From an optimization exercise on the open Yosys and OpenROAD flow, aimed at small area; shortcuts taken in it are not production practice.
Only simulation tests tie the RTL to the original design; equivalence was not proved.

## prism_engine
module prism_engine (
    input  wire        clk,
    input  wire        rst,
    input  wire        start,
    input  wire        stop,
    input  wire [9:0]  entry,
    input  wire [10:0] len,
    input  wire [15:0] div,
    output reg  [2:0]  state,
    output reg  [3:0]  cause,
    output reg  [2:0]  start_err,
    output wire [9:0]  imem_addr,
    input  wire [31:0] imem_rdata,
    output reg         dmem_re,
    output reg         dmem_we,
    output reg  [7:0]  dmem_addr,
    output reg  [31:0] dmem_wdata,
    input  wire [31:0] dmem_rdata,
    input  wire [63:0] rtime,
    input  wire [7:0]  pin_in,
    output reg  [7:0]  pin_out,
    output reg  [7:0]  pin_oe,
    input  wire        in_valid,
    input  wire [31:0] in_data,
    output wire        in_ready,
    output wire [4:0]  in_level,
    output wire        out_valid,
    output wire [31:0] out_data,
    input  wire        out_ready,
    output wire [4:0]  out_level,
    output reg  [31:0] pub_word,
    output reg  [3:0]  irq
);
Size: about 8800 cells after synthesis, ~1500 flip-flops, about 370 I/O pins, ~86000 um^2 of cells after synthesis.
==> flow/config.mk <==
export PLATFORM = sky130hd
export DESIGN_NAME = prism_engine
export DESIGN_NICKNAME = prism_engine
export VERILOG_FILES = /design/flow/design.v
export SDC_FILE = /design/flow/constraint.sdc
export NUM_CORES = 4
export LEC_CHECK = 0
export ABC_AREA = 1
export CAP_MARGIN = 30
export CORE_MARGIN = 2
export CORE_UTILIZATION = 55
export CTS_BUF_LIST = sky130_fd_sc_hd__clkbuf_8
export CTS_CLUSTER_DIAMETER = 80
export CTS_CLUSTER_SIZE = 14
export SLEW_MARGIN = 30
==> flow/constraint.sdc <==
create_clock -name core_clock -period 12.0 [get_ports {clk}]
set_input_delay 2.4000 -clock core_clock [delete_from_list [all_inputs] [get_ports {clk}]]
set_output_delay 2.4000 -clock core_clock [all_outputs]
set_load 0.01 [all_outputs]
standard.sh (not shown) runs the stock make flow with config.mk's settings and CLKGATE_MAP_FILE= SYNTH_SCRIPT=/design/flow/synth_recipe.tcl, a recipe that flattens the netlist after the stock synthesis.
==> flow/flow/run.sh <==
#!/bin/bash
# Layout flow: the standard flow, with the port buffers made from the
# smallest plain buffer instead of the flow's default delay buffer.
set -o pipefail
export BUFFER_PORTS_ARGS="-buffer_cell sky130_fd_sc_hd__buf_1"
bash standard.sh 2>&1 | tee standard.log
Next try:
--- a/flow/config.mk
+++ b/flow/config.mk
@@ -7,9 +7,7 @@
 export LEC_CHECK = 0
 export ABC_AREA = 1
-export CAP_MARGIN = 30
+export CAP_MARGIN = 20
 export CORE_MARGIN = 2
-export CORE_UTILIZATION = 55
+export CORE_UTILIZATION = 45
 export CTS_BUF_LIST = sky130_fd_sc_hd__clkbuf_8
-export CTS_CLUSTER_DIAMETER = 80
-export CTS_CLUSTER_SIZE = 14
-export SLEW_MARGIN = 30
+export SLEW_MARGIN = 20
What happened: Wire length is higher by 6.7%; sequential share of layout area falls by 1.7 points; final area climbs by 3.7%; worst hold slack loses 0.015 ns; utilization is lower by 9.0 points; fmax drops by 0.61%; clock skew goes up by 0.020 ns; setup slack gets worse by 0.071 ns; non-clock buffer count goes up by 32; synthesized cell count stays the same.
Next try:
==> flow/flow/run.sh (replaced) <==
#!/bin/bash
# Layout flow: the standard flow, with the port buffers made from the
# smallest plain buffer instead of the flow's default delay buffer, and
# cells on paths with slack to spare sized down after global routing.
set -o pipefail
export BUFFER_PORTS_ARGS="-buffer_cell sky130_fd_sc_hd__buf_1"
export RECOVER_POWER=100
bash standard.sh 2>&1 | tee standard.log
--- a/flow/config.mk
+++ b/flow/config.mk
@@ -11,3 +11,5 @@
 export CORE_UTILIZATION = 45
 export CTS_BUF_LIST = sky130_fd_sc_hd__clkbuf_8
+export CTS_CLUSTER_DIAMETER = 80
+export CTS_CLUSTER_SIZE = 14
 export SLEW_MARGIN = 20
Effect: Now the flow finished with capacitance limit, slew limit, setup timing left; sequential share of layout area goes up by 1.6 points; clock-buffer cell count shrinks by 149.
Next try:
==> flow/flow/run.sh (replaced) <==
#!/bin/bash
# Layout flow: the standard flow, with the port buffers made from the
# smallest plain buffer instead of the flow's default delay buffer.
set -o pipefail
export BUFFER_PORTS_ARGS="-buffer_cell sky130_fd_sc_hd__buf_1"
bash standard.sh 2>&1 | tee standard.log
--- a/flow/config.mk
+++ b/flow/config.mk
@@ -7,9 +7,9 @@
 export LEC_CHECK = 0
 export ABC_AREA = 1
-export CAP_MARGIN = 20
+export CAP_MARGIN = 30
 export CORE_MARGIN = 2
-export CORE_UTILIZATION = 45
+export CORE_UTILIZATION = 50
 export CTS_BUF_LIST = sky130_fd_sc_hd__clkbuf_8
 export CTS_CLUSTER_DIAMETER = 80
 export CTS_CLUSTER_SIZE = 14
-export SLEW_MARGIN = 20
+export SLEW_MARGIN = 30
Outcome: This time the run completed without violations; routed wire length falls by a few percent; global-route usage increases by 2.5 points; worst hold slack stays flat; final area barely changes; die area falls by roughly a tenth.
Next try:
--- a/flow/config.mk
+++ b/flow/config.mk
@@ -9,5 +9,5 @@
 export CAP_MARGIN = 30
 export CORE_MARGIN = 2
-export CORE_UTILIZATION = 50
+export CORE_UTILIZATION = 45
 export CTS_BUF_LIST = sky130_fd_sc_hd__clkbuf_8
 export CTS_CLUSTER_DIAMETER = 80
The changed run completed without violations.
Design area went up by 0.69%.
Routed wire length increases by 4.1%.
Clock-buffer cell count came out higher by 2.
Flip-flop and latch count stays the same.

========
prism_engine, a different RTL version from the one above (not shown whole).
Size in the first run: about 8700 cells after synthesis, roughly 1500 flip-flops, about 370 I/O pins, about 85000 µm² of cells after synthesis.
// prism_engine
module prism_engine (
    input  wire        clk,
    input  wire        rst,
    input  wire        start,
    input  wire        stop,
    input  wire [9:0]  entry,
    input  wire [10:0] len,
    input  wire [15:0] div,
    output reg  [2:0]  state,
    output reg  [3:0]  cause,
    output reg  [2:0]  start_err,
    output wire [9:0]  imem_addr,
    input  wire [31:0] imem_rdata,
    output reg         dmem_re,
    output reg         dmem_we,
    output reg  [7:0]  dmem_addr,
    output reg  [31:0] dmem_wdata,
    input  wire [31:0] dmem_rdata,
    input  wire [63:0] rtime,
    input  wire [7:0]  pin_in,
    output reg  [7:0]  pin_out,
    output reg  [7:0]  pin_oe,
    input  wire        in_valid,
    input  wire [31:0] in_data,
    output wire        in_ready,
    output wire [4:0]  in_level,
    output wire        out_valid,
    output wire [31:0] out_data,
    input  wire        out_ready,
    output wire [4:0]  out_level,
    output reg  [31:0] pub_word,
    output reg  [3:0]  irq
);
    localparam [2:0] ST_STOPPED = 3'd1, ST_RUNNING = 3'd3,
                     ST_HALTED  = 3'd4, ST_FAULTED = 3'd5;
    localparam [5:0] OP_NOP = 6'h00, OP_LDI = 6'h01, OP_LUI = 6'h02,
                     OP_MOV = 6'h03, OP_ADD = 6'h04, OP_SUB = 6'h05,
                     OP_AND = 6'h06, OP_OR  = 6'h07, OP_XOR = 6'h08,
                     OP_SHL = 6'h09, OP_SHR = 6'h0A, OP_SAR = 6'h0B,
                     OP_ADDI = 6'h0C, OP_MUL = 6'h0D, OP_LD = 6'h0E,
  ...
==> flow/config.mk <==
export PLATFORM = sky130hd
export DESIGN_NAME = prism_engine
export DESIGN_NICKNAME = prism_engine
export VERILOG_FILES = /design/flow/design.v
export SDC_FILE = /design/flow/constraint.sdc
export NUM_CORES = 4
export LEC_CHECK = 0
export ABC_AREA = 1
export CAP_MARGIN = 30
export CORE_MARGIN = 2
export CORE_UTILIZATION = 50
export CTS_BUF_LIST = sky130_fd_sc_hd__clkbuf_8
export CTS_CLUSTER_DIAMETER = 80
export CTS_CLUSTER_SIZE = 14
export SLEW_MARGIN = 30
==> flow/constraint.sdc <==
create_clock -name core_clock -period 12.0 [get_ports {clk}]
set_input_delay 2.4000 -clock core_clock [delete_from_list [all_inputs] [get_ports {clk}]]
set_output_delay 2.4000 -clock core_clock [all_outputs]
set_load 0.01 [all_outputs]
==> flow/flow/run.sh <==
#!/bin/bash
# Layout flow: the standard flow, with the port buffers made from the
# smallest plain buffer instead of the flow's default delay buffer.
set -o pipefail
export BUFFER_PORTS_ARGS="-buffer_cell sky130_fd_sc_hd__buf_1"
bash standard.sh 2>&1 | tee standard.log
The baseline ran to the end with no violations.
Change:
- CAP_MARGIN: 30 -> 20
- CORE_UTILIZATION: 50 -> 45
- CTS_CLUSTER_DIAMETER: 80 -> default
- CTS_CLUSTER_SIZE: 14 -> default
- SLEW_MARGIN: 30 -> 20
Outcome: Synthesized area is unchanged.

[static timing again, ports no longer ideal]
The flow's constraints put no driver on any port. The routed layouts listed below were extracted and timed again, unchanged, in two steps.
Step 1 assumes that a clkbuf_16 drives the clock port and a buf_2 every other input.
Step 2 adds t to the input delays and takes it off the output delays; t is the mean of the earliest and latest rising clock arrival at the registers after step 1. Input paths then give back, and output paths get back, about the clock's delay inside the block.
a / b / c = ideal ports / drivers / drivers and shift; a / b = the first two.
run	t (ns)	slack for setup (ns)	worst slew at a driven data input, ns
the first run of note 1	1.041	0.400 / 0.378 / -0.236	0.14
the second run of note 1	1.111	0.328 / 0.305 / -0.197	0.14
the third run of note 1	1.080	-0.044 / -0.078 / -0.954	0.13
the fourth run of note 1	1.071	0.307 / 0.286 / 0.008	0.10
the fifth run of note 1	1.051	0.523 / 0.503 / -0.343	0.13
the first run of note 2	1.047	0.434 / 0.406 / 0.176	0.16
the second run of note 2	1.143	0.822 / 0.795 / 0.006	0.13
With both steps, setup timing fails in the first run of note 1, the second run of note 1 and the fifth run of note 1, where it was met with ideal ports. The setup slack of the third run of note 1, which loses most, moves by -0.034 ns with the drivers and by -0.910 ns with both steps.
